Background: an optimization exercise with open tools, aiming at small area, a short achievable clock period and few clock cycles per item. Do not read the settings as production practice.
Only simulation tests tie the RTL to the original design; equivalence was not proved.

==> flow/design.v, too long to show whole: its modules and the start of the top module <==
// module sha384: 1799 lines
module sha384 (
    input  wire         clk,
    input  wire         rst,            
    input  wire         in_valid,
    output wire         in_ready,
    input  wire [63:0]  in_data,        
    input  wire         in_first,       
    input  wire         in_last,        
    output wire [383:0] digest,         
    output reg          digest_valid
);
  // ...
==> flow/run.sh <==
#!/bin/bash
# synth_recipe.tcl (not shown) runs the flow's synth.tcl, then flattens the netlist and writes it again
# the make line also repeats each setting of config.mk as NAME=value (left out here)
make -C /OpenROAD-flow-scripts/flow DESIGN_CONFIG=/design/flow/config.mk WORK_HOME=/design/flow/orfs CLKGATE_MAP_FILE= SYNTH_SCRIPT=/design/flow/synth_recipe.tcl finish
==> flow/config.mk <==
export PLATFORM = sky130hd
export DESIGN_NAME = sha384
export DESIGN_NICKNAME = sha384
export VERILOG_FILES = /design/flow/design.v
export SDC_FILE = /design/flow/constraint.sdc
export NUM_CORES = 8
export LEC_CHECK = 0
export CAP_MARGIN = 40
export CORE_MARGIN = 2
export CORE_UTILIZATION = 40
export SETUP_SLACK_MARGIN = 5
export SLEW_MARGIN = 40
export SYNTH_MEMORY_MAX_BITS = 16384
==> flow/constraint.sdc <==
create_clock -name core_clock -period 12.0 [get_ports {clk}]
set_input_delay 2.4000 -clock core_clock [delete_from_list [all_inputs] [get_ports {clk}]]
set_output_delay 2.4000 -clock core_clock [all_outputs]
set_load 0.01 [all_outputs]
==> summary.txt, run 1 <==
Critical path
  • R2r endpoint: e[63]
  • Cell breakdown of the critical path: xnor2_1 > xnor2_2 > fa_1 > xor2_2 > xnor2_1 > fa_1 > inv_1 > ha_1 > a21o_1 > a21o_1 > a21oi_1 > o22a_1 > o21ai_2 > a31oi_1 > buf_4 > a2bb2oi_2 > buf_4 > o22ai_1 > or4b_1 > a31oi_2 > xnor2_1 > o21ai_1
  • Reg-to-reg slack, setup: 5.09 ns
  • Crit-path max cell delay: 0.62 ns
  • End of the critical path: e[63]
  • Nature of the critical path startpoint: flop
  • Largest fanout on the critical path: 6

Final layout
  • Share of final layout cell area taken by non-clock buffers: slightly above 5%
  • FF+latch count: 2,146
  • Design Area, Final: about 120,000 um2
  • Area added between synthesis and finish: 17.0%
  • Non-clock inverter total of the final layout: just over 800

GRT
  • Layer with the highest usage: met2
  • Sum of overflow across all layers after global routing: 0
  • Antenna violations before repair: 43

Timing
  • Setup skew after layout: 0.141 ns
  • Number of pins with negative max-slew slack in the final report: 0
  • Final worst slack: around 5.1 ns
  • Slew headroom: 27.8%
  • Period utilization: a little under 60%

Status
  • Status: no timing/DRC/antenna violations

Clock network
  • Clock Path Buffers: 3
  • Total of cells resized after clock tree synthesis: 33
  • TritonCTS Sinks: ~2,100
  • Insertion delay of the later-clocked pin in the worst-skew pair: roughly 0.96 ns

Yosys
  • Cell area after technology mapping: 98,400 um2
  • Dominant combinational cell family by area after synthesis: adder cells
  • Count of cell types in the netlist: just over 90
  • Synth top cells by count: sky130_fd_sc_hd__dfxtp_1 (2,143), sky130_fd_sc_hd__inv_1 (824), sky130_fd_sc_hd__nand2_1 (824)
  • Simple-Gate Fraction of Synth Area: a little under 9%

Floorplanning
  • CORE AREA: 245,000 um2
  • I/O pins: 455
  • Number of core rows: approximately 180
  • Die outline height: 500 um

Route
  • Total number of vias: between 70,000 and 80,000
  • Met3 Routed Length: 45,000 um

Min path
  • Class of the worst hold path: flop to flop

Placement
  • Placed Instances: between 10,000 and 15,000
Testbench counts, summed over its fixed seeds: cycles 191,696, blocks 2,396.
==> run 2, diff against run 1 <==
==> flow/flow/run.sh (new file) <==
#!/bin/bash
set -euo pipefail
export SETUP_SLACK_MARGIN=${MARGIN:-8.5}
bash standard.sh > layout.log 2>&1
==> flow/standard.sh (new file) <==
#!/bin/bash
# synth_recipe.tcl (not shown) runs the flow's synth.tcl, then flattens the netlist and writes it again
# the make line also repeats each setting of config.mk as NAME=value (left out here)
make -C /OpenROAD-flow-scripts/flow DESIGN_CONFIG=/design/flow/config.mk WORK_HOME=/design/flow/orfs CLKGATE_MAP_FILE= SYNTH_SCRIPT=/design/flow/synth_recipe.tcl "${@:-finish}"
--- a/flow/config.mk
+++ b/flow/config.mk
@@ -9,5 +9,4 @@
 export CORE_MARGIN = 2
 export CORE_UTILIZATION = 40
-export SETUP_SLACK_MARGIN = 5
 export SLEW_MARGIN = 40
 export SYNTH_MEMORY_MAX_BITS = 16384
removed: flow/run.sh
==> run 2 against run 1 <==
Final area rose by 23%. Worst hold slack improved by 0.034 ns. Synthesized area did not move. Count of clock-buffer cells in the layout rose by 8. Clock skew fell by 0.053 ns. Largest cell class unchanged. Critical endpoint is now r[4][63]. Global-route usage rose by 0.70 points. Die area did not move.
==> summary.txt, run 2 <==
Yosys
  • Synthesized area per cell: 10.0 um2 (unchanged)
  • Yosys synthesis warning count: 3 (unchanged)
  • Post-synth top area cell: sky130_fd_sc_hd__dfxtp_1 (unchanged)
  • Dominant cells by area after synthesis: sky130_fd_sc_hd__dfxtp_1 (44%), sky130_fd_sc_hd__fa_1 (11%), sky130_fd_sc_hd__xnor2_1 (6.4%), sky130_fd_sc_hd__ha_1 (5.2%), sky130_fd_sc_hd__inv_1 (3.1%) (unchanged)
  • Cell area after technology mapping: 98,400 um2 (unchanged)
  • Flip-flop and latch count after synthesis: 2,146 (unchanged)
  • Most instantiated flip-flop cell in the synthesis netlist: sky130_fd_sc_hd__dfxtp_1 (unchanged)
  • Synth top cells by count: sky130_fd_sc_hd__dfxtp_1 (2,143), sky130_fd_sc_hd__inv_1 (824), sky130_fd_sc_hd__nand2_1 (824) (unchanged)
  • Count of cell types in the netlist: 91 (unchanged)
  • Synthesized instance count: 9,809 (unchanged)
  • Share of Yosys cell area claimed by the top area cell type: 43.6% (unchanged)
  • Cell with the most instances after synthesis: sky130_fd_sc_hd__dfxtp_1 (unchanged)
  • Portion of the post-synthesis area used by sequential elements: 43.7% (unchanged)
  • Async SR Flop Fraction: 0% (unchanged)
  • Post-Syn Nets: 10,800 (unchanged)
  • Number of flops mapped to enable cells by yosys: 3 (unchanged)

Status
  • Status: no timing/DRC/antenna violations (unchanged)

Timing
  • Max Fclk: 167 MHz (was 145 MHz)
  • Total of endpoints with negative setup slack in the final report: 0 (unchanged)
  • Final critical-path required period: 5.98 ns (was 6.91 ns)
  • Number of pins with negative max-slew slack in the final report: 0 (unchanged)
  • Hold slack final: 0.265 ns (was 0.231 ns)
  • Setup skew after layout: 0.0879 ns (was 0.141 ns)
  • Unrepaired setup endpoints after global routing: yes (unchanged)
  • Slew headroom: 33.7% (was 27.8%)
  • Slew at the pin with the worst max-slew slack: 0.994 ns (was 1.08 ns)
  • TNS Setup: 0 ns (unchanged)
  • Count of final hold-check violations: 0 (unchanged)
  • Period utilization: 49.8% (was 57.6%)

Route
  • Routed wire length on met2: 206,000 um (was 199,000 um)
  • Antenna violation net count after detailed routing: 0 (unchanged)
  • Mean routed wirelength per cell: 33.2 um (was 34.9 um)
  • Routed metal-1 wire length: 196,000 um (was 205,000 um)
  • Post-detailed-routing wire length: 487,000 um (was 473,000 um)
  • Number of DRC violations after detailed routing: 0 (unchanged)
  • Total number of vias: 84,100 (was 78,300)
  • Max Used Layer: met5 (unchanged)
  • Iter 0 DRT Violations: 8,489 (was 9,216)
  • Pre-antenna DRT Iters: 5 (was 11)
  • Vias per cell: 5.74 (was 5.78)
  • Met3 Routed Length: 48,800 um (was 45,000 um)

Critical path
  • Data required time of the critical path: 12.70 ns (about the same)
  • Nature of the critical path startpoint: flop (unchanged)
  • Crit-path max cell delay: 0.54 ns (was 0.62 ns)
  • Type of destination of the critical path: flop (unchanged)
  • Critical setup path kind: flop to flop (unchanged)
  • Reg-to-reg slack, setup: 6.02 ns (was 5.09 ns)
  • CP Data Arrival Time: 6.68 ns (was 7.61 ns)
  • Crit-path slowest cell: sky130_fd_sc_hd__fa_1 (unchanged)
  • Largest fanout on the critical path: 4 (was 6)
  • Cell breakdown of the critical path: buf_12 > xnor2_1 > xnor2_1 > fa_1 > fa_1 > inv_1 > fa_2 > inv_2 > ha_4 > inv_2 > fa_2 > nand2b_4 > a21oi_4 > o211ai_1 > a211o_1 > buf_6 > o21ai_4 > a31oi_4 > a2bb2oi_4 > o22ai_4 > or4b_4 > a31oi_4 > xnor2_2 > a21oi_1 (was xnor2_1 > xnor2_2 > fa_1 > xor2_2 > xnor2_1 > fa_1 > inv_1 > ha_1 > a21o_1 > a21o_1 > a21oi_1 > o22a_1 > o21ai_2 > a31oi_1 > buf_4 > a2bb2oi_2 > buf_4 > o22ai_1 > or4b_1 > a31oi_2 > xnor2_1 > o21ai_1)

Clock network
  • Insertion delay of the later-clocked pin in the worst-skew pair: 0.93 ns (was 0.96 ns)
  • Clock Path Buffers: 3 (unchanged)
  • Clock slew at the register clock pins of the worst setup and hold paths: 0.06 ns (was 0.07 ns)
  • Root Driver: sky130_fd_sc_hd__clkbuf_16 (unchanged)
  • TritonCTS Sinks: 2,146 (unchanged)
  • # H-tree levels: 4 (unchanged)
  • Clock tree from TritonCTS: built (unchanged)
  • Hold buffers post-CTS: 0 (unchanged)
  • Number of buffers inserted during clock tree synthesis: 216 (was 217)

Final layout
  • Max FFs per register: 1,024 (unchanged)
  • FF/Latch Area: 44,600 um2 (was 43,100 um2)
  • FILL cells: 20,300 (was 22,900)
  • Commonest cells after routing, fill and taps aside: sky130_fd_sc_hd__dfxtp_1 (1,553), sky130_fd_sc_hd__buf_4 (790), sky130_fd_sc_hd__inv_1 (782) (was sky130_fd_sc_hd__dfxtp_1 (2,108), sky130_fd_sc_hd__inv_1 (821), sky130_fd_sc_hd__nand2_1 (818))
  • Nets@finish: 12,300 (was 11,100)
  • Total area of multi-input combinational cells: 63,700 um2 (was 51,200 um2)
  • Register with the most flip-flops: w (unchanged)
  • Area added between synthesis and finish: 43.7% (was 17.0%)
  • Proportion of layout cells with a drive suffix above 1: 39.3% (was 8.55%)
  • Leading cell type in the layout, fill and taps excluded: sky130_fd_sc_hd__dfxtp_1 (unchanged)
  • Largest registers: w: 1024 flops, r: 512 flops (unchanged)

GRT
  • Aggregate global-route resource usage: 37.5% (was 36.8%)
  • First-pass GRT wire length: 654,000 um (was 637,000 um)
  • Pin count of the biggest net entering global routing: 77 (was 118)
  • Antenna violations before repair: 33 (was 43)
  • Sum of overflow across all layers after global routing: 0 (unchanged)
  • Vias in the first global route: 82,700 (was 76,100)

Floorplanning
  • Area of the die: 250,000 um2 (unchanged)
  • Number of core rows: 182 (unchanged)
  • Die outline height: 500 um (unchanged)
  • Starting density of the core: 40.1% (unchanged)
  • CORE AREA: 245,000 um2 (unchanged)
  • I/O pins: 455 (unchanged)
  • Horizontal die dimension: 500 um (unchanged)

Placement
  • Weighted congestion at the end of routability-driven global placement: 1.01 (about the same)
  • IO buf count: 454 (unchanged)
  • HPWL after DPL: 344,000 um (was 372,000 um)

Flow run
  • Max-Cap Viols: 0 (unchanged)

Min path
  • Class of the worst hold path: flop to flop (unchanged)
==> run 2: cell counts after synthesis <==
Identical to the previous run, type by type.
==> run 2: timing repair <==
action	CTS	global route
endpoints found under the setup margin	1046	1011
resized for setup	4651	880
gates cloned	35	3
pin swaps	628	550
buffers inserted	847	273
==> run 2: final cells by class <==
| class | instances | area share [%] |
|---|---|---|
| Inverter | 826 | 2.25 |
| Clock buffer | 299 | 4.34 |
| Clock inverter | 94 | 1.06 |
| Timing Repair inverter | 3 | 0.0186 |
| Antenna cell | 12 | 0.0212 |
| Multi-Input combinational cell | 6337 | 45.1 |
| Tap cell | 3220 | 2.85 |
| Timing Repair Buffer | 1725 | 12.9 |
| Sequential cell | 2146 | 31.5 |
==> run 2: critical path: cells and delay by family, from the launching register on <==
kind            cells  cell delay (ns)
simple gates        2             0.69
fa+ha+maj           5             1.94
xor+xnor            3             0.50
compound gates      9             1.80
buf+inv             5             0.42
flops               1             0.40
==> run 2: cells by family after synthesis <==
group                      synth area share, %
AOI/OAI and AO/OA                         15.1
xor gates and xnor gates                  8.38
and+or+nand+nor                           8.94
adders and majority gates                 16.4
muxes                                     2.36
buffers and inverters                     5.11
DFF                                       43.7
==> run 2: stage by stage <==
step	cell area [um2]	util (%)	setup slack [ns]	std cells
global route	141000	57.6	5.94	14700
global placement	108000	44.0	4.89	13100
finish	141000	57.6	6.02	14700
CTS	134000	54.8	6.10	14400
detailed placement	108000	44.1	4.90	13100
floorplan	101000	-	6.91	9809
==> run 2: final timing paths <==
path,from,depth (start not counted),end
worst min register to register,w[13][57],0,w[12][57]
worst max register to register,e[41],24,r[4][63]
worst min-delay path,w[13][57],0,w[12][57]
worst max-delay path,e[41],24,r[4][63]
==> run 2: layer usage <==
layer  up-vias  track usage (%)
met2      4569             55.9
met5         -                0
met3      1288             10.1
met4        16             21.4
li1      35800                -
met1     42400             49.1
==> run 3, diff against run 2 <==
==> flow/flow/run.sh (replaced) <==
#!/bin/bash
set -euo pipefail
export SETUP_SLACK_MARGIN=${MARGIN:-7.5}
bash standard.sh > layout.log 2>&1
==> run 3 against run 2 <==
Still clean. Synthesized area unchanged. Non-clock buffer count down 643. Routed wire length fell by 0.26%. Critical path type unchanged.
==> summary.txt, run 3 <==
Status
  • Status: no timing/DRC/antenna violations (unchanged)

Yosys
  • Synthesized area per cell: 10.0 um2 (unchanged)
  • Synthesized instance count: 9,809 (unchanged)
  • Number of flops mapped to enable cells by yosys: 3 (unchanged)
  • Cell area after technology mapping: 98,400 um2 (unchanged)
  • Most instantiated flip-flop cell in the synthesis netlist: sky130_fd_sc_hd__dfxtp_1 (unchanged)
  • Portion of the post-synthesis area used by sequential elements: 43.7% (unchanged)
  • Post-synth top area cell: sky130_fd_sc_hd__dfxtp_1 (unchanged)
  • Async SR Flop Fraction: 0% (unchanged)
  • Cell with the most instances after synthesis: sky130_fd_sc_hd__dfxtp_1 (unchanged)
  • Post-Syn Nets: 10,800 (unchanged)
  • Count of cell types in the netlist: 91 (unchanged)
  • Flip-flop and latch count after synthesis: 2,146 (unchanged)
  • Share of Yosys cell area claimed by the top area cell type: 43.6% (unchanged)
  • Synth top cells by count: sky130_fd_sc_hd__dfxtp_1 (2,143), sky130_fd_sc_hd__inv_1 (824), sky130_fd_sc_hd__nand2_1 (824) (unchanged)
  • Yosys synthesis warning count: 3 (unchanged)
  • Dominant cells by area after synthesis: sky130_fd_sc_hd__dfxtp_1 (44%), sky130_fd_sc_hd__fa_1 (11%), sky130_fd_sc_hd__xnor2_1 (6.4%), sky130_fd_sc_hd__ha_1 (5.2%), sky130_fd_sc_hd__inv_1 (3.1%) (unchanged)

Critical path
  • Type of destination of the critical path: flop (unchanged)
  • Launching instance or port of the critical path: e[27] (was e[41])
  • Largest fanout on the critical path: 5 (was 4)
  • Reg2Reg Launch Point: e[27] (was e[41])
  • Reg-to-reg slack, setup: 5.97 ns (was 6.02 ns)
  • Data required time of the critical path: 12.76 ns (was 12.70 ns)
  • Nature of the critical path startpoint: flop (unchanged)
  • Critical setup path kind: flop to flop (unchanged)
  • R2r endpoint: r[0][62] (was r[4][63])
  • CP Data Arrival Time: 6.79 ns (was 6.68 ns)
  • R2R cell count: 19 (was 24)

Placement
  • Pre-CTS WS: 5.19 ns (was 4.90 ns)
  • Placed Instances: 13,100 (about the same)
  • HPWL after DPL: 362,000 um (was 344,000 um)
  • Weighted congestion at the end of routability-driven global placement: 1.01 (about the same)
  • IO buf count: 454 (unchanged)

Route
  • Mean routed wirelength per cell: 34.6 um (was 33.2 um)
  • Total number of vias: 81,400 (was 84,100)
  • Pre-antenna DRT Iters: 7 (was 5)
  • Iter 0 DRT Violations: 9,247 (was 8,489)
  • Number of DRC violations after detailed routing: 0 (unchanged)
  • Antenna violation net count after detailed routing: 0 (unchanged)
  • Vias per cell: 5.80 (was 5.74)
  • Post-detailed-routing wire length: 486,000 um (was 487,000 um)

Floorplanning
  • Number of core rows: 182 (unchanged)
  • Area of the die: 250,000 um2 (unchanged)
  • Horizontal die dimension: 500 um (unchanged)
  • Starting density of the core: 40.1% (unchanged)
  • I/O pins: 455 (unchanged)
  • CORE AREA: 245,000 um2 (unchanged)
  • Die outline height: 500 um (unchanged)

Clock network
  • Clock Path Buffers: 3 (unchanged)
  • Number of buffers inserted during clock tree synthesis: 217 (was 216)
  • Insertion delay of the later-clocked pin in the worst-skew pair: 0.94 ns (was 0.93 ns)
  • TritonCTS Sinks: 2,146 (unchanged)
  • # H-tree levels: 4 (unchanged)
  • Root Driver: sky130_fd_sc_hd__clkbuf_16 (unchanged)
  • Clock slew at the register clock pins of the worst setup and hold paths: 0.07 ns (was 0.06 ns)
  • Clock tree from TritonCTS: built (unchanged)

Timing
  • Number of pins with negative max-slew slack in the final report: 0 (unchanged)
  • Final critical-path required period: 6.03 ns (was 5.98 ns)
  • TNS Setup: 0 ns (unchanged)
  • Max Fclk: 166 MHz (was 167 MHz)
  • Period utilization: 50.2% (was 49.8%)
  • Count of final hold-check violations: 0 (unchanged)
  • Unrepaired setup endpoints after global routing: yes (unchanged)
  • Slew at the pin with the worst max-slew slack: 0.978 ns (was 0.994 ns)
  • Total of endpoints with negative setup slack in the final report: 0 (unchanged)
  • Final worst slack: 5.97 ns (was 6.02 ns)
  • Setup skew after layout: 0.113 ns (was 0.0879 ns)
  • Slew headroom: 34.8% (was 33.7%)

Min path
  • Class of the worst hold path: flop to flop (unchanged)
  • Endpoint with the worst hold slack: w[9][25] (was w[12][57])
  • Number of instances on the worst hold path: 0 (unchanged)
  • Beginning of the worst hold path: w[10][25] (was w[13][57])

GRT
  • Pin count of the biggest net entering global routing: 95 (was 77)
  • Sum of overflow across all layers after global routing: 0 (unchanged)
  • Antenna violations before repair: 62 (was 33)
  • Aggregate global-route resource usage: 37.5% (about the same)
  • Vias in the first global route: 79,700 (was 82,700)
  • First-pass GRT wire length: 650,000 um (was 654,000 um)

Final layout
  • Register with the most flip-flops: w (unchanged)
  • Commonest cells after routing, fill and taps aside: sky130_fd_sc_hd__dfxtp_1 (1,904), sky130_fd_sc_hd__inv_1 (791), sky130_fd_sc_hd__nand2_1 (761) (was sky130_fd_sc_hd__dfxtp_1 (1,553), sky130_fd_sc_hd__buf_4 (790), sky130_fd_sc_hd__inv_1 (782))
  • Nets@finish: 11,600 (was 12,300)
  • Largest registers: w: 1024 flops, r: 512 flops (unchanged)
  • Total area of multi-input combinational cells: 59,200 um2 (was 63,700 um2)
  • FF/Latch Area: 43,600 um2 (was 44,600 um2)
  • Final cell count without fillers: 14,000 (was 14,700)
  • Area added between synthesis and finish: 31.6% (was 43.7%)
  • Max FFs per register: 1,024 (unchanged)
  • FILL cells: 21,600 (was 20,300)
  • Leading cell type in the layout, fill and taps excluded: sky130_fd_sc_hd__dfxtp_1 (unchanged)
  • Proportion of layout cells with a drive suffix above 1: 23.8% (was 39.3%)

Flow run
  • Max-Cap Viols: 0 (unchanged)
[run 3: cell count changes in the layout (fill, tap and decap cells not counted), moves of 99 or more]
cell / delta
sky130_fd_sc_hd__a21oi_1: +99
sky130_fd_sc_hd__buf_4: -418
sky130_fd_sc_hd__buf_6: -526
sky130_fd_sc_hd__clkdlybuf4s50_1: +369
sky130_fd_sc_hd__dfxtp_1: +351
sky130_fd_sc_hd__dfxtp_2: -131
sky130_fd_sc_hd__dfxtp_4: -220
sky130_fd_sc_hd__o21ai_0: +101
[run 3: what timing repair did]
action,4_1_cts,5_1_grt
pin swaps,348,387
buffers inserted,308,152
hold buffers,0,0
setup endpoints to repair,626,403
gates cloned,20,6
gates resized for setup,1393,669
[run 3: per-stage QoR]
stage	hold WS, ns	cell area (um2)	utilization, %
after floorplan	0.310	99600	-
after global placement	0.310	107000	43.7
after detailed placement	0.312	108000	43.9
after CTS	0.240	125000	50.9
after global routing	0.252	129000	52.8
final	0.242	130000	52.8
[run 3: logic make-up after synthesis]
| group | Yosys count | share of synthesized area (%) |
|---|---|---|
| DFF | 2146 | 43.7 |
| AOI/OAI and AO/OA | 2248 | 15.1 |
| adders and majority gates | 985 | 16.4 |
| and+or+nand+nor | 1941 | 8.94 |
| xor gates and xnor gates | 941 | 8.38 |
| buffers and inverters | 1334 | 5.11 |
| muxes | 214 | 2.36 |
[run 3: how the worst max path moves through the flow]
stage                     cells after the start        to  slack [ns]
after floorplan                              21  r[0][56]        6.90
after global placement                       20  r[4][61]        5.16
after detailed placement                     19  r[0][63]        5.19
after CTS                                    22  r[0][56]        5.97
after global routing                         20  r[0][62]        5.91
final                                        19  r[0][62]        5.97
[run 3: metal layers]
metal / share of wire [%] / vias up / track usage, %
met5: 0.077 / - / 0.675
met4: 6.4 / 24 / 19.1
met3: 9.8 / 1050 / 9.13
met2: 42 / 4560 / 55.8
met1: 41 / 41200 / 50.6
li1: - / 34500 / -
[run 3: worst max-delay path: stages (launching register included)]
cell and delay [ns]:
sky130_fd_sc_hd__dfxtp_4 0.38, sky130_fd_sc_hd__xor2_1 0.17, sky130_fd_sc_hd__xnor2_2 0.43, sky130_fd_sc_hd__fa_2 0.62
sky130_fd_sc_hd__maj3_2 0.37, sky130_fd_sc_hd__fa_1 0.51, sky130_fd_sc_hd__inv_1 0.06, sky130_fd_sc_hd__ha_4 0.29
sky130_fd_sc_hd__nand4_1 0.19, sky130_fd_sc_hd__o31ai_1 0.33, sky130_fd_sc_hd__a31oi_2 0.11, sky130_fd_sc_hd__a21oi_4 0.24
sky130_fd_sc_hd__nor3b_4 0.11, sky130_fd_sc_hd__or3_4 0.42, sky130_fd_sc_hd__a211o_4 0.37, sky130_fd_sc_hd__a211o_4 0.37
sky130_fd_sc_hd__a31oi_4 0.34, sky130_fd_sc_hd__a221oi_2 0.13, sky130_fd_sc_hd__xnor2_1 0.17, sky130_fd_sc_hd__mux2_4 0.27
[run 3: area by class of cell]
cell class	instances	share of cell area [%]
diodes	26	0.0502
clock buffers	280	4.71
clock inverters	132	1.46
inverters	826	2.45
multi-input cells	6332	45.7
flip-flops and latches	2146	33.6
well taps	3220	3.11
repair buffers	1082	8.87
==> run 4, diff against run 3 <==
==> flow/flow/run.sh (replaced) <==
#!/bin/bash
set -euo pipefail
export SETUP_SLACK_MARGIN=${MARGIN:-6.5}
bash standard.sh > layout.log 2>&1
--- a/flow/config.mk
+++ b/flow/config.mk
@@ -9,4 +9,6 @@
 export CORE_MARGIN = 2
 export CORE_UTILIZATION = 40
+export CTS_BUF_LIST = sky130_fd_sc_hd__clkbuf_8
+export CTS_CLUSTER_SIZE = 24
 export SLEW_MARGIN = 40
 export SYNTH_MEMORY_MAX_BITS = 16384
==> run 4 against run 3 <==
Largest cell class unchanged. Setup slack improved by 0.064 ns. Global-route usage is 1.5 points lower. Still clean on timing, DRC and antenna. Final cell count is 0.67% lower.
==> summary.txt, run 4 <==
Critical path
  • Cell breakdown of the critical path: xnor2_4 > xnor2_2 > fa_2 > fa_2 > inv_4 > fa_1 > inv_1 > ha_2 > inv_2 > fa_2 > nand2b_4 > a21oi_4 > o211ai_1 > a211o_2 > o211ai_1 > buf_4 > a21o_4 > a31oi_4 > o2111ai_2 > a31oi_2 > o21ai_1 > xor2_1 > buf_4 > mux2_2 (was xor2_1 > xnor2_2 > fa_2 > maj3_2 > fa_1 > inv_1 > ha_4 > nand4_1 > o31ai_1 > a31oi_2 > a21oi_4 > nor3b_4 > or3_4 > a211o_4 > a211o_4 > a31oi_4 > a221oi_2 > xnor2_1 > mux2_4)
  • Launching instance or port of the critical path: e[42] (was e[27])
  • Reg2Reg Launch Point: e[42] (was e[27])
  • Critical setup path kind: flop to flop (unchanged)
  • R2R cell count: 24 (was 19)
  • CP Data Arrival Time: 6.82 ns (was 6.79 ns)
  • Reg-to-reg slack, setup: 6.04 ns (was 5.97 ns)
  • R2r endpoint: r[4][61] (was r[0][62])
  • Buffers & Inverters on Critical Path: 5 (was 1)
  • Nature of the critical path startpoint: flop (unchanged)
  • Type of destination of the critical path: flop (unchanged)
  • Crit-path slowest cell: sky130_fd_sc_hd__fa_2 (unchanged)
  • Data required time of the critical path: 12.86 ns (was 12.76 ns)
  • End of the critical path: r[4][61] (was r[0][62])
  • Largest fanout on the critical path: 6 (was 5)
  • Crit path depth: 24 (was 19)
  • Crit-path max cell delay: 0.61 ns (was 0.62 ns)
  • Family with the most delay on the worst path: adder cells (was compound AO/OA/AOI/OAI gates)
  • Most Frequent Cell on Critical Path: sky130_fd_sc_hd__fa_2 (was sky130_fd_sc_hd__a211o_4)

Route
  • Mean routed wirelength per cell: 33.4 um (was 34.6 um)
  • Pre-antenna DRT Iters: 5 (was 7)
  • Number of DRC violations after detailed routing: 0 (unchanged)
  • Post-detailed-routing wire length: 466,000 um (was 486,000 um)
  • Iter 0 DRT Violations: 9,407 (was 9,247)
  • Antenna violation net count after detailed routing: 0 (unchanged)
  • Vias per cell: 5.75 (was 5.80)
  • Total number of vias: 80,300 (was 81,400)

Yosys
  • Number of flops mapped to enable cells by yosys: 3 (unchanged)
  • Portion of the post-synthesis area used by sequential elements: 43.7% (unchanged)
  • Synth top cells by count: sky130_fd_sc_hd__dfxtp_1 (2,143), sky130_fd_sc_hd__inv_1 (824), sky130_fd_sc_hd__nand2_1 (824) (unchanged)
  • Cell area after technology mapping: 98,400 um2 (unchanged)
  • Dominant cells by area after synthesis: sky130_fd_sc_hd__dfxtp_1 (44%), sky130_fd_sc_hd__fa_1 (11%), sky130_fd_sc_hd__xnor2_1 (6.4%), sky130_fd_sc_hd__ha_1 (5.2%), sky130_fd_sc_hd__inv_1 (3.1%) (unchanged)
  • Synthesized instance count: 9,809 (unchanged)
  • Post-synth top area cell: sky130_fd_sc_hd__dfxtp_1 (unchanged)
  • Most instantiated flip-flop cell in the synthesis netlist: sky130_fd_sc_hd__dfxtp_1 (unchanged)
  • Share of Yosys cell area claimed by the top area cell type: 43.6% (unchanged)
  • Cell with the most instances after synthesis: sky130_fd_sc_hd__dfxtp_1 (unchanged)
  • Yosys synthesis warning count: 3 (unchanged)
  • Flip-flop and latch count after synthesis: 2,146 (unchanged)
  • Post-Syn Nets: 10,800 (unchanged)
  • Count of cell types in the netlist: 91 (unchanged)
  • Synthesized area per cell: 10.0 um2 (unchanged)
  • Async SR Flop Fraction: 0% (unchanged)

Floorplanning
  • Number of core rows: 182 (unchanged)
  • Area of the die: 250,000 um2 (unchanged)
  • Die outline height: 500 um (unchanged)
  • CORE AREA: 245,000 um2 (unchanged)
  • Starting density of the core: 40.1% (unchanged)
  • Horizontal die dimension: 500 um (unchanged)
  • I/O pins: 455 (unchanged)

Clock network
  • # H-tree levels: 5 (was 4)
  • Clock Path Buffers: 4 (was 3)
  • Clock slew at the register clock pins of the worst setup and hold paths: 0.07 ns (about the same)
  • Number of buffers inserted during clock tree synthesis: 358 (was 217)
  • TritonCTS Sinks: 2,146 (unchanged)
  • Clock tree from TritonCTS: built (unchanged)
  • Root Driver: sky130_fd_sc_hd__clkbuf_8 (was sky130_fd_sc_hd__clkbuf_16)
  • Insertion delay of the later-clocked pin in the worst-skew pair: 1.13 ns (was 0.94 ns)
  • Hold buffers post-CTS: 0 (unchanged)

Flow run
  • Max-Cap Viols: 0 (unchanged)

Timing
  • Max Fclk: 168 MHz (was 166 MHz)
  • Unrepaired setup endpoints after global routing: yes (unchanged)
  • Slew headroom: 37.1% (was 34.8%)
  • Count of final hold-check violations: 0 (unchanged)
  • Hold slack final: 0.206 ns (was 0.242 ns)
  • Number of pins with negative max-slew slack in the final report: 0 (unchanged)
  • Final critical-path required period: 5.96 ns (was 6.03 ns)
  • Period utilization: 49.7% (was 50.2%)
  • Slew at the pin with the worst max-slew slack: 0.944 ns (was 0.978 ns)
  • Total of endpoints with negative setup slack in the final report: 0 (unchanged)
  • Setup skew after layout: 0.169 ns (was 0.113 ns)
  • TNS Setup: 0 ns (unchanged)

GRT
  • Aggregate global-route resource usage: 36.0% (was 37.5%)
  • Pin count of the biggest net entering global routing: 95 (unchanged)
  • Vias in the first global route: 78,400 (was 79,700)
  • Antenna violations before repair: 56 (was 62)
  • Sum of overflow across all layers after global routing: 0 (unchanged)
  • First-pass GRT wire length: 628,000 um (was 650,000 um)

Status
  • Status: no timing/DRC/antenna violations (unchanged)

Final layout
  • Largest registers: w: 1024 flops, r: 512 flops (unchanged)
  • Register with the most flip-flops: w (unchanged)
  • Leading cell type in the layout, fill and taps excluded: sky130_fd_sc_hd__dfxtp_1 (unchanged)
  • Commonest cells after routing, fill and taps aside: sky130_fd_sc_hd__dfxtp_1 (2,018), sky130_fd_sc_hd__inv_1 (900), sky130_fd_sc_hd__nand2_1 (803) (was sky130_fd_sc_hd__dfxtp_1 (1,904), sky130_fd_sc_hd__inv_1 (791), sky130_fd_sc_hd__nand2_1 (761))
  • Area added between synthesis and finish: 22.6% (was 31.6%)
  • Nets@finish: 11,500 (was 11,600)
  • Proportion of layout cells with a drive suffix above 1: 16.3% (was 23.8%)
  • Max FFs per register: 1,024 (unchanged)
  • Final core utilization: 49.2% (was 52.8%)

Min path
  • Number of instances on the worst hold path: 0 (unchanged)
  • Class of the worst hold path: flop to flop (unchanged)
  • Beginning of the worst hold path: w[10][28] (was w[10][25])

Placement
  • IO buf count: 454 (unchanged)
  • Weighted congestion at the end of routability-driven global placement: 1.05 (was 1.01)
  • HPWL after DPL: 360,000 um (was 362,000 um)
run 4: cell counts after synthesis:
Identical to the previous run, type by type.
run 4: worst min-delay path by stage:
stage | endpoint | slack (ns)
floorplan | w[10][0] | 0.31
global placement | w[9][59] | 0.31
detailed placement | w[1][38] | 0.31
CTS | w[9][28] | 0.23
global route | w[9][28] | 0.21
finish | w[9][28] | 0.21
run 4: cell type report:
cell class / count / area (um2)
antenna: 24 / 60.1
clock inverter: 165 / 1070
fill: 22500 / 125000
multi-input combinational: 6330 / 55000
sequential: 2146 / 43300
clock buffer: 446 / 6140
tap: 3220 / 4030
inverter: 826 / 3140
timing repair buffer: 793 / 7920
run 4: cells by family (layout without fill, tap and decap cells):
logic type | count (synthesis) | after routing | synth area share (%)
AOI/OAI and AO/OA | 2248 | 2248 | 15.1
DFF | 2146 | 2146 | 43.7
and+or+nand+nor | 1941 | 1942 | 8.94
buffers and inverters | 1334 | 2230 | 5.11
adders and majority gates | 985 | 985 | 16.4
xor gates and xnor gates | 941 | 941 | 8.38
muxes | 214 | 214 | 2.36
other | 0 | 24 | 0
run 4: through the flow:
step | setup WS, ns | std cells | cell area [um2]
final | 6.04 | 14000 | 121000
after global placement | 3.96 | 13100 | 106000
after global routing | 5.95 | 13900 | 121000
after floorplan | 6.47 | 9809 | 98400
after detailed placement | 4.34 | 13100 | 107000
after CTS | 6.04 | 13900 | 118000
run 4: what timing repair did:
action | 4_1_cts | 5_1_grt
buffers inserted | 120 | 63
cloned | 2 | 3
gates resized for setup | 637 | 357
pin swaps | 151 | 156
setup endpoints to repair | 360 | 176
run 4: routing by layer:
| metal | share of wire [%] | up-vias | routed length [um] | track usage, % |
|---|---|---|---|---|
| met3 | 10 | 1042 | 47900 | 9.23 |
| li1 | - | 34300 | - | - |
| met5 | 0.044 | - | 206 | 0 |
| met4 | 5.6 | 32 | 25900 | 16.8 |
| met1 | 42 | 40300 | 197000 | 49.6 |
| met2 | 42 | 4587 | 195000 | 52.8 |
==> run 5, diff against run 4 <==
--- a/flow/config.mk
+++ b/flow/config.mk
@@ -8,7 +8,6 @@
 export CAP_MARGIN = 40
 export CORE_MARGIN = 2
-export CORE_UTILIZATION = 40
-export CTS_BUF_LIST = sky130_fd_sc_hd__clkbuf_8
-export CTS_CLUSTER_SIZE = 24
+export CORE_UTILIZATION = 60
+export PLACE_DENSITY = 0.7
 export SLEW_MARGIN = 40
 export SYNTH_MEMORY_MAX_BITS = 16384
==> run 5 against run 4 <==
The run now fails in 5_1_grt. Synthesized cell count did not move. Synthesized area is the same.
==> summary.txt, run 5 <==
Yosys
  • Synthesized instance count: 9,809 (unchanged)
  • Dominant cells by area after synthesis: sky130_fd_sc_hd__dfxtp_1 (44%), sky130_fd_sc_hd__fa_1 (11%), sky130_fd_sc_hd__xnor2_1 (6.4%), sky130_fd_sc_hd__ha_1 (5.2%), sky130_fd_sc_hd__inv_1 (3.1%) (unchanged)
  • Parity-gate share of the synthesized area counting xor and xnor cells: 8.38% (unchanged)
  • Synthesized area per cell: 10.0 um2 (unchanged)
  • Yosys synthesis warning count: 3 (unchanged)
  • Cell area after technology mapping: 98,400 um2 (unchanged)
  • Number of flops mapped to enable cells by yosys: 3 (unchanged)
  • Async SR Flop Fraction: 0% (unchanged)
  • Dominant combinational cell family by area after synthesis: adder cells (unchanged)
  • Share of Yosys cell area claimed by the top area cell type: 43.6% (unchanged)
  • Cell with the most instances after synthesis: sky130_fd_sc_hd__dfxtp_1 (unchanged)
  • Compound-Gate Fraction of Synth Area: 15.1% (unchanged)
  • Most instantiated flip-flop cell in the synthesis netlist: sky130_fd_sc_hd__dfxtp_1 (unchanged)
  • Post-synth top area cell: sky130_fd_sc_hd__dfxtp_1 (unchanged)
  • Simple-Gate Fraction of Synth Area: 8.94% (unchanged)
  • Post-synthesis share of cell area spent on full adders, half adders and majority gates: 16.4% (unchanged)
  • Portion of the post-synthesis area used by sequential elements: 43.7% (unchanged)
  • Count of cell types in the netlist: 91 (unchanged)
  • Flip-flop and latch count after synthesis: 2,146 (unchanged)
  • Mux cell area share after synthesis: 2.36% (unchanged)
  • Post-Syn Nets: 10,800 (unchanged)
  • Synth top cells by count: sky130_fd_sc_hd__dfxtp_1 (2,143), sky130_fd_sc_hd__inv_1 (824), sky130_fd_sc_hd__nand2_1 (824) (unchanged)

Placement
  • Placed Instances: 12,100 (was 13,100)
  • Area after DPL: 105,000 um2 (was 107,000 um2)
  • HPWL after DPL: 330,000 um (was 360,000 um)
  • Weighted congestion at the end of routability-driven global placement: 1.09 (was 1.05)
  • IO buf count: 454 (unchanged)

Clock network
  • Number of buffers inserted during clock tree synthesis: 201 (was 358)
  • TritonCTS Sinks: 2,146 (unchanged)
  • # H-tree levels: 4 (was 5)
  • Root Driver: sky130_fd_sc_hd__clkbuf_16 (was sky130_fd_sc_hd__clkbuf_8)
  • Hold buffers post-CTS: 0 (unchanged)
  • Clock Path Buffers: 3 (was 4)

Status
  • Status: did not finish (was no timing/DRC/antenna violations)
  • Last stage reached: 5_1_grt
  • Run-stopping error: [ERROR GRT-0232] Routing congestion too high. Check the congestion heatmap in the GUI.

GRT
  • Sum of overflow across all layers after global routing: 80
  • Aggregate global-route resource usage: between 60% and 70%
  • Pin count of the biggest net entering global routing: between 70 and 80

Floorplanning
  • Horizontal die dimension: 409 um (was 500 um)
  • Die outline height: 409 um (was 500 um)
  • Starting density of the core: 60.5% (was 40.1%)
  • I/O pins: 455 (unchanged)
  • Number of core rows: 148 (was 182)
-- run 5: cell counts after synthesis --
Identical to the previous run, type by type.
-- run 5: what timing repair did --
action | in CTS
endpoints found under the setup margin | 372
gates cloned | 9
resized for setup | 634
pin swaps | 131
setup buffers | 113
-- run 5: cells by family after synthesis --
kind of cell,Yosys count
fa+ha+maj,985
mux,214
compound gates,2248
xor+xnor,941
simple gates,1941
flops,2146
buf+inv,1334
-- run 5: routing by layer --
layer	GRT usage (%)	overflow
met2	83.1	34
met3	41.5	3
met4	56.2	39
met1	69.4	3
met5	19.6	1
-- run 5: metrics by stage --
step                setup slack (ns)
detailed placement              4.49
global placement                4.45
CTS                             5.85
floorplan                       6.47
-- run 5: worst max-delay path by stage --
stage	from	to	slack, ns	depth (start not counted)
4_1_cts	e[52]	r[0][56]	5.85	21
3_5_place_dp	e[16]	a[60]	4.49	21
3_3_place_gp	hr79	a[60]	4.45	20
2_1_floorplan	hr79	r[0][63]	6.47	21
==> run 6, diff against run 5 <==
==> flow/flow/run.sh (replaced) <==
#!/bin/bash
set -euo pipefail
export SETUP_SLACK_MARGIN=${MARGIN:-6.0}
bash standard.sh > layout.log 2>&1
--- a/flow/config.mk
+++ b/flow/config.mk
@@ -8,6 +8,5 @@
 export CAP_MARGIN = 40
 export CORE_MARGIN = 2
-export CORE_UTILIZATION = 60
-export PLACE_DENSITY = 0.7
+export CORE_UTILIZATION = 40
 export SLEW_MARGIN = 40
 export SYNTH_MEMORY_MAX_BITS = 16384
==> run 6 against run 5 <==
The run now finishes clean. Synthesized area unchanged. Synthesized cell count unchanged.
==> summary.txt, run 6 <==
Critical path
  • Reg-to-reg slack, setup: about 5.9 ns
  • Critical setup path kind: flop to flop
  • R2R cell count: 20
  • Largest fanout on the critical path: 7
  • Family with the most delay on the worst path: compound AO/OA/AOI/OAI gates
  • Crit-path slowest cell: sky130_fd_sc_hd__xnor2_2
  • End of the critical path: r[0][62]
  • Nature of the critical path startpoint: flop
  • CP Data Arrival Time: roughly 6.8 ns
  • Launching instance or port of the critical path: a[38]
  • Reg2Reg Launch Point: a[38]
  • R2r endpoint: r[0][62]
  • Buffers & Inverters on Critical Path: 2
  • Crit-path max cell delay: roughly 0.53 ns
  • Crit path depth: 20
  • Cell breakdown of the critical path: xor2_1 > xnor2_2 > fa_1 > maj3_1 > fa_1 > inv_1 > ha_4 > nand4_1 > a211oi_2 > o311ai_2 > a21oi_2 > nor3b_4 > buf_12 > or3_4 > a211o_1 > a211o_1 > a31oi_4 > a221oi_2 > xnor2_1 > mux2_2
  • Type of destination of the critical path: flop
  • Data required time of the critical path: between 10 and 15 ns

Timing
  • Count of final hold-check violations: 0
  • Setup skew after layout: 0.141 ns
  • Slew at the pin with the worst max-slew slack: 1.09 ns
  • Final critical-path required period: just over 6 ns
  • Unrepaired setup endpoints after global routing: yes
  • Period utilization: 50.9%
  • Max Fclk: around 160 MHz
  • Slew headroom: a little over a quarter
  • Number of pins with negative max-slew slack in the final report: 0
  • Hold slack final: 0.228 ns
  • TNS Setup: 0 ns
  • Total of endpoints with negative setup slack in the final report: 0

GRT
  • Pin count of the biggest net entering global routing: 118
  • Aggregate global-route resource usage: a little under two fifths
  • Sum of overflow across all layers after global routing: 0
  • First-pass GRT wire length: approximately 640,000 um
  • Antenna violations before repair: 49
  • Vias in the first global route: around 77,000

Flow run
  • Max-Cap Viols: 0

Clock network
  • Hold buffers post-CTS: 0 (unchanged)
  • Clock Path Buffers: 3 (unchanged)
  • Clock tree from TritonCTS: built
  • Number of buffers inserted during clock tree synthesis: 217 (was 201)
  • Insertion delay of the later-clocked pin in the worst-skew pair: ~0.96 ns
  • # H-tree levels: 4 (unchanged)
  • Clock slew at the register clock pins of the worst setup and hold paths: about 0.070 ns
  • Root Driver: sky130_fd_sc_hd__clkbuf_16 (unchanged)
  • TritonCTS Sinks: 2,146 (unchanged)

Route
  • Total number of vias: roughly 80,000
  • Post-detailed-routing wire length: ~480,000 um
  • Number of DRC violations after detailed routing: 0
  • Iter 0 DRT Violations: 9,467
  • Antenna violation net count after detailed routing: 0
  • Pre-antenna DRT Iters: 5
  • Mean routed wirelength per cell: about 35 um
  • Vias per cell: just under 6

Floorplanning
  • Die outline height: 500 um (was 409 um)
  • Number of core rows: 182 (was 148)
  • CORE AREA: about 250,000 um2
  • I/O pins: 455 (unchanged)
  • Area of the die: about 250,000 um2
  • Horizontal die dimension: 500 um (was 409 um)
  • Starting density of the core: 40.1% (was 60.5%)

Yosys
  • Yosys synthesis warning count: 3 (unchanged)
  • Dominant combinational cell family by area after synthesis: adder cells (unchanged)
  • Simple-Gate Fraction of Synth Area: 8.94% (unchanged)
  • Cell with the most instances after synthesis: sky130_fd_sc_hd__dfxtp_1 (unchanged)
  • Portion of the post-synthesis area used by sequential elements: 43.7% (unchanged)
  • Post-Syn Nets: 10,800 (unchanged)
  • Post-synth top area cell: sky130_fd_sc_hd__dfxtp_1 (unchanged)
  • Parity-gate share of the synthesized area counting xor and xnor cells: 8.38% (unchanged)
  • Async SR Flop Fraction: 0% (unchanged)
  • Cell area after technology mapping: 98,400 um2 (unchanged)
  • Share of Yosys cell area claimed by the top area cell type: 43.6% (unchanged)
  • Count of cell types in the netlist: 91 (unchanged)
  • Synthesized area per cell: 10.0 um2 (unchanged)
  • Synth top cells by count: sky130_fd_sc_hd__dfxtp_1 (2,143), sky130_fd_sc_hd__inv_1 (824), sky130_fd_sc_hd__nand2_1 (824) (unchanged)
  • Flip-flop and latch count after synthesis: 2,146 (unchanged)
  • Most instantiated flip-flop cell in the synthesis netlist: sky130_fd_sc_hd__dfxtp_1 (unchanged)
  • Dominant cells by area after synthesis: sky130_fd_sc_hd__dfxtp_1 (44%), sky130_fd_sc_hd__fa_1 (11%), sky130_fd_sc_hd__xnor2_1 (6.4%), sky130_fd_sc_hd__ha_1 (5.2%), sky130_fd_sc_hd__inv_1 (3.1%) (unchanged)
  • Number of flops mapped to enable cells by yosys: 3 (unchanged)
  • Mux cell area share after synthesis: 2.36% (unchanged)
  • Synthesized instance count: 9,809 (unchanged)
  • Post-synthesis share of cell area spent on full adders, half adders and majority gates: 16.4% (unchanged)
  • Compound-Gate Fraction of Synth Area: 15.1% (unchanged)

Min path
  • Number of instances on the worst hold path: 0
  • Class of the worst hold path: flop to flop

Final layout
  • Commonest cells after routing, fill and taps aside: sky130_fd_sc_hd__dfxtp_1 (2,038), sky130_fd_sc_hd__nand2_1 (815), sky130_fd_sc_hd__inv_1 (812)
  • Nets@finish: 11,200
  • Max FFs per register: 1,024
  • Register with the most flip-flops: w
  • Largest registers: w: 1024 flops, r: 512 flops
  • Area added between synthesis and finish: 20.9%
  • FILL cells: ~23,000
  • Leading cell type in the layout, fill and taps excluded: sky130_fd_sc_hd__dfxtp_1
  • Proportion of layout cells with a drive suffix above 1: between 10% and 20%
  • Final cell count without fillers: 13,700
  • Design Area, Final: roughly 120,000 um2

Placement
  • Area after DPL: 107,000 um2 (was 105,000 um2)
  • IO buf count: 454 (unchanged)
  • Placed Instances: 13,100 (was 12,100)
  • HPWL after DPL: 372,000 um (was 330,000 um)
  • Weighted congestion at the end of routability-driven global placement: 1.01 (was 1.09)

Status
  • Status: no timing/DRC/antenna violations (was did not finish)
run 6: cell counts after synthesis:
Identical to the previous run, type by type.
run 6: metrics by stage:
stage	setup WS, ns	utilization, %
global placement	4.07	43.4
floorplan	6.18	-
CTS	5.91	47.8
finish	5.90	48.5
detailed placement	4.30	43.5
global route	5.80	48.5
run 6: worst register-to-register path, delay by kind of cell (launching register included):
family                   cells  cell delay [ns]
AO/OA/AOI/OAI                7             1.82
adder cells (fa/ha/maj)      4             1.75
XOR/XNOR                     3             0.84
AND/OR/NAND/NOR              3             0.64
flip-flops                   1             0.45
multiplexers                 1             0.27
buffers and inverters        2             0.23
run 6: metal layers:
layer | share of wire (%) | GRT usage (%) | vias up
met1 | 43 | 51.5 | 40000
met2 | 42 | 54.5 | 4268
li1 | - | - | 33800
met3 | 9.8 | 9.29 | 930
met4 | 5.4 | 16.5 | 22
met5 | 0.029 | 0 | -
run 6: layout make-up:
type                       instances  area [um2]  share of cell area (%)
timing repair buffer             721        7140                    6.00
inverter                         826        3130                    2.63
multi-input combinational       6329       53500                    45.0
antenna                           18        45.0                  0.0379
tap                             3220        4030                    3.39
clock inverter                   118        1780                    1.50
sequential                      2146       43300                    36.4
clock buffer                     291        6110                    5.13
run 6: worst min path at each step:
stage / startpoint / to / slack, ns
after floorplan: w[11][0] / w[10][0] / 0.31
after global placement: w[5][34] / w[4][34] / 0.31
after detailed placement: w[11][42] / w[10][42] / 0.31
after CTS: w[6][40] / w[5][40] / 0.24
after global routing: w[6][40] / w[5][40] / 0.25
final: w[6][40] / w[5][40] / 0.23
run 6: repair_timing:
action	in CTS	in global routing
setup endpoints to repair	222	106
gates cloned	3	1
resized for setup	404	221
hold endpoints to repair	0	0
setup buffers	63	51
pin swaps	81	93
run 6: kinds of logic after synthesis:
group / count (synthesis)
adders and majority gates: 985
muxes: 214
AOI/OAI and AO/OA: 2248
xor gates and xnor gates: 941
buffers and inverters: 1334
and+or+nand+nor: 1941
DFF: 2146
==> run 7, diff against run 6 <==
==> flow/flow/run.sh (replaced) <==
#!/bin/bash
set -euo pipefail
export SETUP_SLACK_MARGIN=${MARGIN:-6.5}
bash standard.sh > layout.log 2>&1
--- a/flow/config.mk
+++ b/flow/config.mk
@@ -9,4 +9,5 @@
 export CORE_MARGIN = 2
 export CORE_UTILIZATION = 40
+export CTS_BUF_LIST = sky130_fd_sc_hd__clkbuf_4
 export SLEW_MARGIN = 40
 export SYNTH_MEMORY_MAX_BITS = 16384
==> run 7 against run 6 <==
Still clean on timing, DRC and antenna. Via count is 3.8% higher. Register-to-register slack improved by 0.15 ns. Die area unchanged. Fmax increased by 2.5%. Critical path type unchanged. Critical endpoint is now r[0][56]. Highest routed layer unchanged.
==> summary.txt, run 7 <==
Final layout
  • Commonest cells after routing, fill and taps aside: sky130_fd_sc_hd__dfxtp_1 (2,017), sky130_fd_sc_hd__nand2_1 (806), sky130_fd_sc_hd__inv_1 (804) (was sky130_fd_sc_hd__dfxtp_1 (2,038), sky130_fd_sc_hd__nand2_1 (815), sky130_fd_sc_hd__inv_1 (812))
  • Design Area, Final: 121,000 um2 (was 119,000 um2)
  • Nets@finish: 11,700 (was 11,200)
  • Largest registers: w: 1024 flops, r: 512 flops (unchanged)
  • Area added between synthesis and finish: 22.7% (was 20.9%)
  • Leading cell type in the layout, fill and taps excluded: sky130_fd_sc_hd__dfxtp_1 (unchanged)
  • Max FFs per register: 1,024 (unchanged)
  • Register with the most flip-flops: w (unchanged)
  • Proportion of layout cells with a drive suffix above 1: 19.3% (was 12.9%)

Floorplanning
  • Starting density of the core: 40.1% (unchanged)
  • I/O pins: 455 (unchanged)
  • Area of the die: 250,000 um2 (unchanged)
  • Horizontal die dimension: 500 um (unchanged)
  • Number of core rows: 182 (unchanged)
  • CORE AREA: 245,000 um2 (unchanged)
  • Die outline height: 500 um (unchanged)

Critical path
  • Launching instance or port of the critical path: a[44] (was a[38])
  • Nature of the critical path startpoint: flop (unchanged)
  • Data required time of the critical path: 13.28 ns (was 12.74 ns)
  • End of the critical path: r[0][56] (was r[0][62])
  • R2R cell count: 22 (was 20)
  • Critical setup path kind: flop to flop (unchanged)
  • CP Data Arrival Time: 7.23 ns (was 6.84 ns)
  • Reg-to-reg slack, setup: 6.04 ns (was 5.90 ns)
  • R2r endpoint: r[0][56] (was r[0][62])
  • Reg2Reg Launch Point: a[44] (was a[38])
  • Largest fanout on the critical path: 6 (was 7)
  • Type of destination of the critical path: flop (unchanged)

Yosys
  • Yosys synthesis warning count: 3 (unchanged)
  • Post-Syn Nets: 10,800 (unchanged)
  • Count of cell types in the netlist: 91 (unchanged)
  • Cell area after technology mapping: 98,400 um2 (unchanged)
  • Dominant cells by area after synthesis: sky130_fd_sc_hd__dfxtp_1 (44%), sky130_fd_sc_hd__fa_1 (11%), sky130_fd_sc_hd__xnor2_1 (6.4%), sky130_fd_sc_hd__ha_1 (5.2%), sky130_fd_sc_hd__inv_1 (3.1%) (unchanged)
  • Flip-flop and latch count after synthesis: 2,146 (unchanged)
  • Synthesized instance count: 9,809 (unchanged)
  • Synthesized area per cell: 10.0 um2 (unchanged)
  • Share of Yosys cell area claimed by the top area cell type: 43.6% (unchanged)
  • Synth top cells by count: sky130_fd_sc_hd__dfxtp_1 (2,143), sky130_fd_sc_hd__inv_1 (824), sky130_fd_sc_hd__nand2_1 (824) (unchanged)
  • Cell with the most instances after synthesis: sky130_fd_sc_hd__dfxtp_1 (unchanged)
  • Portion of the post-synthesis area used by sequential elements: 43.7% (unchanged)
  • Post-synth top area cell: sky130_fd_sc_hd__dfxtp_1 (unchanged)
  • Most instantiated flip-flop cell in the synthesis netlist: sky130_fd_sc_hd__dfxtp_1 (unchanged)
  • Async SR Flop Fraction: 0% (unchanged)
  • Number of flops mapped to enable cells by yosys: 3 (unchanged)

GRT
  • Vias in the first global route: 80,700 (was 76,800)
  • Met2 track utilization from global routing: 52.9% (was 54.5%)
  • Sum of overflow across all layers after global routing: 0 (unchanged)
  • Aggregate global-route resource usage: 36.5% (was 37.1%)
  • Global routing met1 resource utilization: 49.8% (was 51.5%)
  • Met3 GRT Util: 10.0% (was 9.29%)
  • Pin count of the biggest net entering global routing: 95 (was 118)
  • Layer with the highest usage: met2 (unchanged)
  • Antenna violations before repair: 58 (was 49)
  • First-pass GRT wire length: 636,000 um (was 642,000 um)

Route
  • Post-detailed-routing wire length: 470,000 um (was 477,000 um)
  • Iter 0 DRT Violations: 9,621 (was 9,467)
  • Antenna violation net count after detailed routing: 0 (unchanged)
  • Total number of vias: 82,000 (was 79,100)
  • Pre-antenna DRT Iters: 7 (was 5)
  • Mean routed wirelength per cell: 32.8 um (was 34.9 um)
  • Number of DRC violations after detailed routing: 0 (unchanged)
  • Vias per cell: 5.73 (was 5.78)

Clock network
  • # H-tree levels: 6 (was 4)
  • TritonCTS Sinks: 2,146 (unchanged)
  • Root Driver: sky130_fd_sc_hd__clkbuf_4 (was sky130_fd_sc_hd__clkbuf_16)
  • Clock slew at the register clock pins of the worst setup and hold paths: 0.07 ns (about the same)
  • Clock Path Buffers: 4 (was 3)
  • Number of buffers inserted during clock tree synthesis: 569 (was 217)
  • Insertion delay of the later-clocked pin in the worst-skew pair: 1.48 ns (was 0.96 ns)
  • Hold buffers post-CTS: 0 (unchanged)
  • Clock tree from TritonCTS: built (unchanged)

Timing
  • Final worst slack: 6.04 ns (was 5.90 ns)
  • TNS Setup: 0 ns (unchanged)
  • Count of final hold-check violations: 0 (unchanged)
  • Final critical-path required period: 5.96 ns (was 6.10 ns)
  • Period utilization: 49.6% (was 50.9%)
  • Number of pins with negative max-slew slack in the final report: 0 (unchanged)
  • Unrepaired setup endpoints after global routing: yes (unchanged)
  • Slew at the pin with the worst max-slew slack: 0.960 ns (was 1.09 ns)
  • Setup skew after layout: 0.186 ns (was 0.141 ns)
  • Max Fclk: 168 MHz (was 164 MHz)
  • Total of endpoints with negative setup slack in the final report: 0 (unchanged)
  • Slew headroom: 36.0% (was 27.0%)

Status
  • Status: no timing/DRC/antenna violations (unchanged)

Placement
  • Weighted congestion at the end of routability-driven global placement: 1.05 (was 1.01)
  • HPWL after DPL: 360,000 um (was 372,000 um)
  • Area after DPL: 107,000 um2 (about the same)
  • Pre-CTS WS: 4.34 ns (was 4.30 ns)
  • IO buf count: 454 (unchanged)

Flow run
  • Max-Cap Viols: 0 (unchanged)

Min path
  • Class of the worst hold path: flop to flop (unchanged)
## run 7: cell counts after synthesis
No cell type changed its count.
## run 7: stage by stage
step | hold slack, ns | instances | utilization (%)
CTS | 0.233 | 14200 | 48.3
finish | 0.252 | 14300 | 49.2
floorplan | 0.310 | 9809 | -
global placement | 0.310 | 13100 | 43.4
global route | 0.226 | 14300 | 49.2
detailed placement | 0.312 | 13100 | 43.5
## run 7: kinds of logic (layout without fill, tap and decap cells)
group,Yosys count,after routing,synth area share (%)
mux,214,214,2.36
xor+xnor,941,941,8.38
simple gates,1941,1942,8.94
fa+ha+maj,985,985,16.4
compound gates,2248,2248,15.1
flops,2146,2146,43.7
other cells,0,30,0
buf+inv,1334,2599,5.11
## run 7: critical path: stages (launching register included)
cell	delay, ns
sky130_fd_sc_hd__dfxtp_4	0.36
sky130_fd_sc_hd__xor2_2	0.18
sky130_fd_sc_hd__xnor2_2	0.55
sky130_fd_sc_hd__fa_1	0.55
sky130_fd_sc_hd__maj3_2	0.33
sky130_fd_sc_hd__fa_1	0.50
sky130_fd_sc_hd__inv_1	0.07
sky130_fd_sc_hd__ha_4	0.27
sky130_fd_sc_hd__nand4_1	0.18
sky130_fd_sc_hd__buf_4	0.22
sky130_fd_sc_hd__o31ai_4	0.22
sky130_fd_sc_hd__a31oi_2	0.07
sky130_fd_sc_hd__a21oi_2	0.23
sky130_fd_sc_hd__nor3b_4	0.08
sky130_fd_sc_hd__buf_12	0.17
sky130_fd_sc_hd__or3_4	0.38
sky130_fd_sc_hd__a211o_1	0.32
sky130_fd_sc_hd__a211o_1	0.35
sky130_fd_sc_hd__a31oi_4	0.18
sky130_fd_sc_hd__buf_12	0.15
sky130_fd_sc_hd__a31oi_4	0.09
sky130_fd_sc_hd__xnor2_1	0.14
sky130_fd_sc_hd__mux2_4	0.26
## run 7: what timing repair did
action,in CTS,in global routing
pin swaps,199,152
setup endpoints to repair,358,178
gates cloned,4,2
gates resized for setup,713,309
setup buffers,152,73
## run 7: final cells by class
class	count	area [um2]
multi-input combinational	6330	55000
clock buffer	781	5860
sequential	2146	43300
clock inverter	156	1040
inverter	826	3140
tap	3220	4030
fill	22700	124000
antenna	30	75.1
timing repair buffer	836	8290
## run 7: worst min-delay path by stage
stage	from	endpoint	slack, ns	cells past startpoint
final	w[2][12]	w[1][12]	0.25	0
after floorplan	w[11][0]	w[10][0]	0.31	0
after global routing	w[11][28]	w[10][28]	0.23	0
after global placement	w[10][59]	w[9][59]	0.31	0
after detailed placement	w[2][38]	w[1][38]	0.31	0
after CTS	w[2][12]	w[1][12]	0.23	0
## run 7: layer usage
| layer | share of wire [%] | wire (um) |
|---|---|---|
| met1 | 42 | 197000 |
| met3 | 10 | 49100 |
| met4 | 5.8 | 27200 |
| met5 | 0.051 | 241 |
| met2 | 42 | 196000 |
==> run 8, diff against run 7 <==
--- a/flow/config.mk
+++ b/flow/config.mk
@@ -9,5 +9,5 @@
 export CORE_MARGIN = 2
 export CORE_UTILIZATION = 40
-export CTS_BUF_LIST = sky130_fd_sc_hd__clkbuf_4
+export PLACE_DENSITY = 0.72
 export SLEW_MARGIN = 40
 export SYNTH_MEMORY_MAX_BITS = 16384
==> run 8 against run 7 <==
Largest cell class unchanged. Routed wire length is 1.1% lower. Final area is 0.82% higher. Synthesized cell count stayed put. Setup slack worse by 0.031 ns. Die area stayed put. Count of clock-buffer cells in the layout is 503 lower. Still clean on timing, DRC and antenna. Critical endpoint is now r[0][63]. Worst hold slack better by 0.024 ns.
==> summary.txt, run 8 <==
Timing
  • Number of pins with negative max-slew slack in the final report: 0 (unchanged)
  • TNS Setup: 0 ns (unchanged)
  • Max Fclk: 167 MHz (was 168 MHz)
  • Period utilization: 49.9% (was 49.6%)
  • Final worst slack: 6.01 ns (was 6.04 ns)
  • Slew headroom: 26.4% (was 36.0%)

Final layout
  • Nets@finish: 11,400 (was 11,700)
  • Area added between synthesis and finish: 23.7% (was 22.7%)
  • Proportion of layout cells with a drive suffix above 1: 15.7% (was 19.3%)
  • Leading cell type in the layout, fill and taps excluded: sky130_fd_sc_hd__dfxtp_1 (unchanged)

GRT
  • Aggregate global-route resource usage: 36.0% (was 36.5%)
  • First-pass GRT wire length: 631,000 um (was 636,000 um)
  • Antenna violations before repair: 43 (was 58)

Critical path
  • R2R cell count: 19 (was 22)
  • Crit-path slowest cell: sky130_fd_sc_hd__xnor2_2 (unchanged)
  • Reg2Reg Launch Point: a[5] (was a[44])
  • Family with the most delay on the worst path: adder cells (unchanged)
  • Type of destination of the critical path: flop (unchanged)
  • Launching instance or port of the critical path: a[5] (was a[44])
  • Nature of the critical path startpoint: flop (unchanged)
  • CP Data Arrival Time: 6.78 ns (was 7.23 ns)
  • Buffers & Inverters on Critical Path: 1 (was 4)

Yosys
  • Async SR Flop Fraction: 0% (unchanged)
  • Synthesized instance count: 9,809 (unchanged)
  • Dominant cells by area after synthesis: sky130_fd_sc_hd__dfxtp_1 (44%), sky130_fd_sc_hd__fa_1 (11%), sky130_fd_sc_hd__xnor2_1 (6.4%), sky130_fd_sc_hd__ha_1 (5.2%), sky130_fd_sc_hd__inv_1 (3.1%) (unchanged)
  • Synth top cells by count: sky130_fd_sc_hd__dfxtp_1 (2,143), sky130_fd_sc_hd__inv_1 (824), sky130_fd_sc_hd__nand2_1 (824) (unchanged)

Floorplanning
  • Die outline height: 500 um (unchanged)
  • Number of core rows: 182 (unchanged)
  • CORE AREA: 245,000 um2 (unchanged)
  • Horizontal die dimension: 500 um (unchanged)

Placement
  • HPWL after DPL: 349,000 um (was 360,000 um)
  • Weighted congestion at the end of routability-driven global placement: 1.07 (was 1.05)
  • Pre-CTS WS: 4.53 ns (was 4.34 ns)

Route
  • Number of DRC violations after detailed routing: 0 (unchanged)
  • Post-detailed-routing wire length: 464,000 um (was 470,000 um)
  • Total number of vias: 81,700 (was 82,000)
  • Antenna violation net count after detailed routing: 0 (unchanged)
  • Pre-antenna DRT Iters: 7 (unchanged)

Status
  • Status: no timing/DRC/antenna violations (unchanged)

Min path
  • Class of the worst hold path: flop to flop (unchanged)

Clock network
  • Number of buffers inserted during clock tree synthesis: 212 (was 569)

Flow run
  • Max-Cap Viols: 0 (unchanged)
run 8: cell families after synthesis:
group	count (synthesis)	share of synthesized area, %
compound gates	2248	15.1
xor+xnor	941	8.38
fa+ha+maj	985	16.4
buf+inv	1334	5.11
flops	2146	43.7
mux	214	2.36
simple gates	1941	8.94
run 8: metrics by stage:
stage                     hold slack, ns  utilization, %
after floorplan                    0.310               -
after global placement             0.310            43.4
after detailed placement           0.312            43.5
after CTS                          0.276            48.8
after global routing               0.293            49.6
final                              0.276            49.6
run 8: per-layer routing:
metal | track usage [%] | vias up | wire length [um]
met5 | 0 | - | 132
met4 | 22.1 | 20 | 36400
met3 | 9.59 | 1316 | 52500
met2 | 53.0 | 5498 | 193000
met1 | 47.0 | 40800 | 183000
li1 | - | 34100 | -
run 8: layout make-up:
class	count	area share, %
multi-input combinational	6331	45.2
timing repair buffer	831	6.80
tap	3220	3.31
clock inverter	114	1.54
inverter	826	2.59
antenna	13	0.0267
sequential	2146	35.6
clock buffer	278	4.88
run 8: what timing repair did:
item | CTS | global route
cloned | 7 | 1
gates resized for setup | 757 | 284
endpoints found under the setup margin | 423 | 181
pin swaps | 174 | 172
buffers inserted | 158 | 78
run 8: final timing paths:
| kind | endpoint | slack [ns] |
|---|---|---|
| hold reg to reg | w[5][29] | 0.28 |
| hold / removal | w[5][29] | 0.28 |
| setup / recovery | r[0][63] | 6.01 |
| setup reg to reg | r[0][63] | 6.01 |

-- afterwards: timing with drivers on the ports --
The results above use ideal ports. As a check the final layouts listed here were re-extracted and re-timed, cells and wires unchanged.
Step 1 sets driving cells, clkbuf_16 on the clock port and buf_2 on the other inputs (assumed; they add their load-dependent delay and slew).
Step 2 also shifts input and output timing later by t, the mid clock arrival at the registers, as if the neighbouring blocks saw the same clock.
Slacks: ideal / step 1 / step 2; pairs: ideal / step 1.
run | shift t [ns] | slack for setup (ns) | pins driven straight from the clock port
run 1 | 0.994 | 5.086 / 5.086 / 5.086 | 1
run 2 | 1.004 | 6.019 / 6.019 / 6.019 | 1
run 3 | 0.998 | 5.974 / 5.974 / 5.974 | 1
run 4 | 1.153 | 6.038 / 6.038 / 6.038 | 1
run 6 | 0.998 | 5.897 / 5.897 / 5.897 | 1
run 7 | 1.488 | 6.043 / 6.043 / 6.043 | 1
run 8 | 0.963 | 6.013 / 6.013 / 6.013 | 1
After both steps every run listed still meets setup and hold.
